Source: an optimization exercise on an open RTL-to-GDS flow (aim: small area, a short achievable clock period and few clock cycles per item). Production flows keep margins and buffers that such runs may drop.
The RTL was checked by simulation tests, not by an equivalence proof against the original design.

==> run E <==
// traj_eval
module traj_eval (
    input             clk,
    input             rst,
    input             in_valid,
    output            in_ready,
    input      [63:0] t,
    input      [63:0] s,
    input      [31:0] dur,
    input      [31:0] p0,
    input      [31:0] c1,
    input      [31:0] c2,
    input      [31:0] c3,
    output reg        out_valid,
    output     [31:0] p_cmd
);
clock: 14.0 ns
lec_check: 0
cap_margin: 20
core_margin: 2
core_utilization: 40
slew_margin: 20
synth_hierarchical: 1
run.sh (not shown) runs the stock make flow with config.mk's settings and CLKGATE_MAP_FILE= SYNTH_SCRIPT=/design/flow/synth_recipe.tcl, a recipe that flattens the netlist after the stock synthesis.
==> inputs of run A, as changes to run E <==
==> flow/flow/run.sh (new file) <==
#!/bin/bash
# The standard layout (standard.sh), run unchanged apart from two
# settings passed through the environment:
#  - SETUP_SLACK_MARGIN: repair_timing treats every path with less than
#    this many ns of slack as one to improve, so the flow works towards a
#    shorter period than the 14 ns clock without changing the constraints;
#  - BUFFER_PORTS_ARGS: every input and output port still gets its own
#    buffer, a plain buf_2 instead of the delay cell buffer_ports picks.
# Each tool's output stays in ORFS's own log files under orfs/logs.
export SETUP_SLACK_MARGIN=10.15
export BUFFER_PORTS_ARGS="-buffer_cell sky130_fd_sc_hd__buf_2"
bash standard.sh > standard.log 2>&1
==> flow/standard.sh (new file) <==
#!/bin/bash
# synth_recipe.tcl (not shown) runs the flow's synth.tcl, then flattens the netlist and writes it again
# the make line also repeats each setting of config.mk as NAME=value (left out here)
make -C /OpenROAD-flow-scripts/flow DESIGN_CONFIG=/design/flow/config.mk WORK_HOME=/design/flow/orfs CLKGATE_MAP_FILE= SYNTH_SCRIPT=/design/flow/synth_recipe.tcl "${@:-finish}"
PLACE_DENSITY = 0.5   (was not set)
removed: flow/run.sh
==> comparison table <==
|  | run E | run A |
|---|---|---|
| Non-filler instance count after layout | 5120 | 5164 |
| Non-clock inverter count in the final layout | 303 | 304 |
| Status | no timing/DRC/antenna violations | no timing/DRC/antenna violations |
| Per-cell via count in the routed design | 5.618 | 5.584 |
| Length of routed met2 wiring | 51600 um | 56710 um |
| Maximum frequency from static timing analysis | 219.2 MHz | 255.3 MHz |
| Maximum number of pins on one net before global-route repair | 184 | 189 |
| RSZ-0062 raised after global routing | no | yes |
| Total area of multi-input combinational cells | 22000 um2 | 22240 um2 |
| Clock Buffer Count | 94 | 96 |
| Worst-case setup slack after placement | 9.517 ns | 8.600 ns |
Testbench counts of run E, summed over its fixed seeds: cycles 48,136, items 3,200.
Testbench counts of run A, summed over its fixed seeds: cycles 48,136, items 3,200.


==> 01-20: inputs <==
Another version of the RTL of traj_eval (not shown whole).
==> flow/config.mk <==
export PLATFORM = sky130hd
export DESIGN_NAME = traj_eval
export DESIGN_NICKNAME = traj_eval
export VERILOG_FILES = /design/flow/design.v
export SDC_FILE = /design/flow/constraint.sdc
export NUM_CORES = 4
export LEC_CHECK = 0
export CAP_MARGIN = 20
export CORE_MARGIN = 2
export CORE_UTILIZATION = 40
export SLEW_MARGIN = 20
export SYNTH_HIERARCHICAL = 1
==> flow/constraint.sdc <==
create_clock -name core_clock -period 14.0 [get_ports {clk}]
set_input_delay 2.8000 -clock core_clock [delete_from_list [all_inputs] [get_ports {clk}]]
set_output_delay 2.8000 -clock core_clock [all_outputs]
set_load 0.01 [all_outputs]
Stock flow here: none of the scripts above is used.
==> 08-22 (differences from 01-20) <==
==> flow/config.mk (replaced) <==
export PLATFORM = sky130hd
export DESIGN_NAME = traj_eval
export DESIGN_NICKNAME = traj_eval
export VERILOG_FILES = /design/flow/design.v
export SDC_FILE = /design/flow/constraint.sdc
export NUM_CORES = 4
export LEC_CHECK = 0
export CAP_MARGIN = 20
export CORE_MARGIN = 2
export CORE_UTILIZATION = 60
export SLEW_MARGIN = 20
export SYNTH_HIERARCHICAL = 1
==> 02-11 (differences from 01-20) <==
--- a/flow/design.v
+++ b/flow/design.v
@@ -11,21 +11,22 @@
     input      [31:0] c2,
     input      [31:0] c3,
     output reg        out_valid,
     output     [31:0] p_cmd
 );
     reg         ready_r;
     assign in_ready = ready_r;
     wire        accept = in_valid & ready_r;
-    localparam [1:0] F_IDLE = 2'd0,
-                     F_C1   = 2'd1,
-                     F_DIV  = 2'd2,
-                     F_DONE = 2'd3;
-    reg  [1:0]  fst;
+    localparam [2:0] F_IDLE = 3'd0,
+                     F_C1   = 3'd1,
+                     F_C2   = 3'd2,
+                     F_DIV  = 3'd3,
+                     F_DONE = 3'd4;
+    reg  [2:0]  fst;
     reg  [3:0]  dcnt;
     reg  [31:0] dlo;
     reg  [3:0]  glo;
     reg  [3:0]  phi;
     reg  [2:0]  ghi;
     reg  [3:0]  z1p;
     reg         m0, m1;
     reg  [31:0] dur_r;
@@ -68,74 +69,73 @@
     end
     wire        b5 = ghi[0] | (phi[0] & bch[4]);
     wire        b6 = ghi[1] | (phi[1] & b5);
     wire        b7 = ghi[2] | (phi[2] & b6);
     wire        early_c = b7 ? m1 : m0;
     wire        hz_c    = bch[4] ? (&z1p) : (&phi);
     reg         early_r;    
     reg         hz_r;       
-    reg  [33:0] r;          
-    reg  [25:0] q;          
-    reg  [34:0] d3;         
-    wire [35:0] dd    = {3'b000, dur_r, 1'b0};
-    wire [35:0] dd3   = {1'b0, d3};
-    wire        n0    = r[33];
-    wire [35:0] r2    = {r[33], r, 1'b0};
-    wire [35:0] r4    = {r, 2'b00};
-    wire [35:0] sa    = r2 + (n0 ? dd  : ~dd)  + {35'd0, ~n0};     
-    wire [35:0] sx    = r4 + (n0 ? dd  : ~dd3) + {35'd0, ~n0};     
-    wire [35:0] sy    = r4 + (n0 ? dd3 : ~dd)  + {35'd0, ~n0};     
-    wire        n1    = sa[35];
-    wire [35:0] sb    = n1 ? sy : sx;
-    wire [34:0] d3n = {1'b0, dur_r, 2'b00} + {2'b00, dur_r, 1'b0};
-    wire        dz     = (dur_r == 32'd0);
+    reg  [32:0] r;          
+    reg  [23:0] q;          
+    wire [33:0] dx    = {2'b00, dur_r};
+    wire [33:0] r2x   = {r, 1'b0};
+    wire [33:0] s1    = r2x + (r[32] ? dx : ~dx) + {33'd0, ~r[32]};
+    wire [33:0] r1x   = {s1[32:0], 1'b0};
+    wire [33:0] s2    = r1x + (s1[32] ? dx : ~dx) + {33'd0, ~s1[32]};
+    wire        ge    = (r[31:0] >= dur_r);
+    wire        dz    = (dur_r == 32'd0);
     wire        force0 = dz | early_r;
-    wire        force1 = ~hz_r | q[25];
-    wire [23:0] u_fin  = force0 ? 24'd0 : force1 ? 24'hFFFFFF : q[24:1];
-    wire        f_last = (fst == F_DIV) && (dcnt == 4'd12);
-    wire        f_done_soon = (fst == F_DONE) | f_last;
+    wire        force1 = ~hz_r | ge;
+    wire        f_last = (fst == F_DIV) && (dcnt == 4'd11);
+    wire        f_done_soon = (fst == F_DONE) | ((fst == F_C2) & (force0 | force1)) | f_last;
     always @(posedge clk) begin
         if (rst || !in_valid) begin
             fst <= F_IDLE;
         end else begin
             case (fst)
                 F_IDLE: fst <= F_C1;
-                F_C1:   fst <= F_DIV;
-                F_DIV:  if (dcnt == 4'd12) fst <= F_DONE;
+                F_C1:   fst <= F_C2;
+                F_C2:   fst <= (force0 | force1) ? F_DONE : F_DIV;
+                F_DIV:  if (dcnt == 4'd11) fst <= F_DONE;
                 F_DONE: if (accept) fst <= F_IDLE;
                 default: fst <= F_IDLE;
             endcase
         end
     end
     always @(posedge clk) begin
-        d3 <= d3n;
         case (fst)
             F_C1: begin
-                r       <= {2'b00, dlow};
+                r       <= {1'b0, dlow};
                 early_r <= early_c;
                 hz_r    <= hz_c;
-                dcnt    <= 4'd0;
+            end
+            F_C2: begin
+                dcnt <= 4'd0;
+                if (force0)
+                    q <= 24'd0;
+                else if (force1)
+                    q <= 24'hFFFFFF;
             end
             F_DIV: begin
-                r    <= sb[33:0];
-                q    <= {q[23:0], ~n1, ~sb[35]};
+                r    <= s2[32:0];
+                q    <= {q[21:0], ~s1[32], ~s2[32]};
                 dcnt <= dcnt + 4'd1;
             end
             default: ;
         endcase
     end
     reg         busy;
     reg  [4:0]  bcnt;           
     reg  [23:0] bu;
     reg  [31:0] k2, k1, k0;     
     reg         ld;             
     always @(posedge clk) begin
         if (ld) begin
-            bu <= u_fin;
+            bu <= q;
             k2 <= c2;
             k1 <= c1;
             k0 <= p0;
         end
     end
     wire        busy_next = rst ? 1'b0 :
                             accept ? 1'b1 :
                             (busy & (bcnt != 5'd16));
==> summary.md <==
| Metric | Value |
|---|---|
| Status | `finished clean` |
| XOR/XNOR Fraction of Synth Area | `0.04954` |
| Full die area | `92130 um^2` |
| Dpl cells | `4789` |
-- figures above: 01-20

==> summary.md <==
| Metric | Value |
|---|---|
| Status | `finished clean` |
| FF+latch count, synth | `507` |
| Clock latency (worst-skew pair) | `660 ps` |
| Hold endpoint | `w_step[1]` |
| Area Growth Syn to Fin | `16.47%` |
| Chip width | `248.6 um` |
| Max Clock Skew | `60.59 ps` |
| Full die area | `61790 um^2` |
-- figures above: 08-22

==> summary.md <==
| Metric | Value |
|---|---|
| Full die area | `84460 um^2` |
| XOR/XNOR Fraction of Synth Area | `0.05643` |
| Dpl cells | `4368` |
| Status | `finished clean` |
-- figures above: 02-11

Testbench counts of 01-20, summed over its fixed seeds: cycles 54,544, items 3,200.
Testbench counts of 08-22, summed over its fixed seeds: cycles 54,544, items 3,200.
Testbench counts of 02-11, summed over its fixed seeds: cycles 54,544, items 3,200.

[static timing again, ports no longer ideal]
The results above use ideal ports. As a check the final layouts listed here were re-extracted and re-timed, cells and wires unchanged.
Step 1, drivers: a clkbuf_16 drives clk and a buf_2 each remaining input, both assumed.
Step 2 also shifts input and output timing later by t, the mid clock arrival at the registers, as if the neighbouring blocks saw the same clock.
Slacks: ideal ports / drivers / drivers and shift; pairs: ideal ports / drivers.
run	t, ns	slack for setup (ns)	worst setup path after step 2	cell pins on the clock port's net
run E	0.677	9.439 / 9.374 / 9.492	input to register	1
run A	0.705	10.082 / 10.017 / 9.927	input to register	1
01-20	0.699	9.025 / 9.025 / 8.898	input to register	1
08-22	0.689	8.810 / 8.810 / 8.810	register to register	1
02-11	0.665	7.345 / 7.345 / 7.345	register to register	1
After both steps setup and hold are still met in every run listed. The setup slack of run A, which loses most, moves by -0.065 ns with the drivers and by -0.155 ns with both steps.
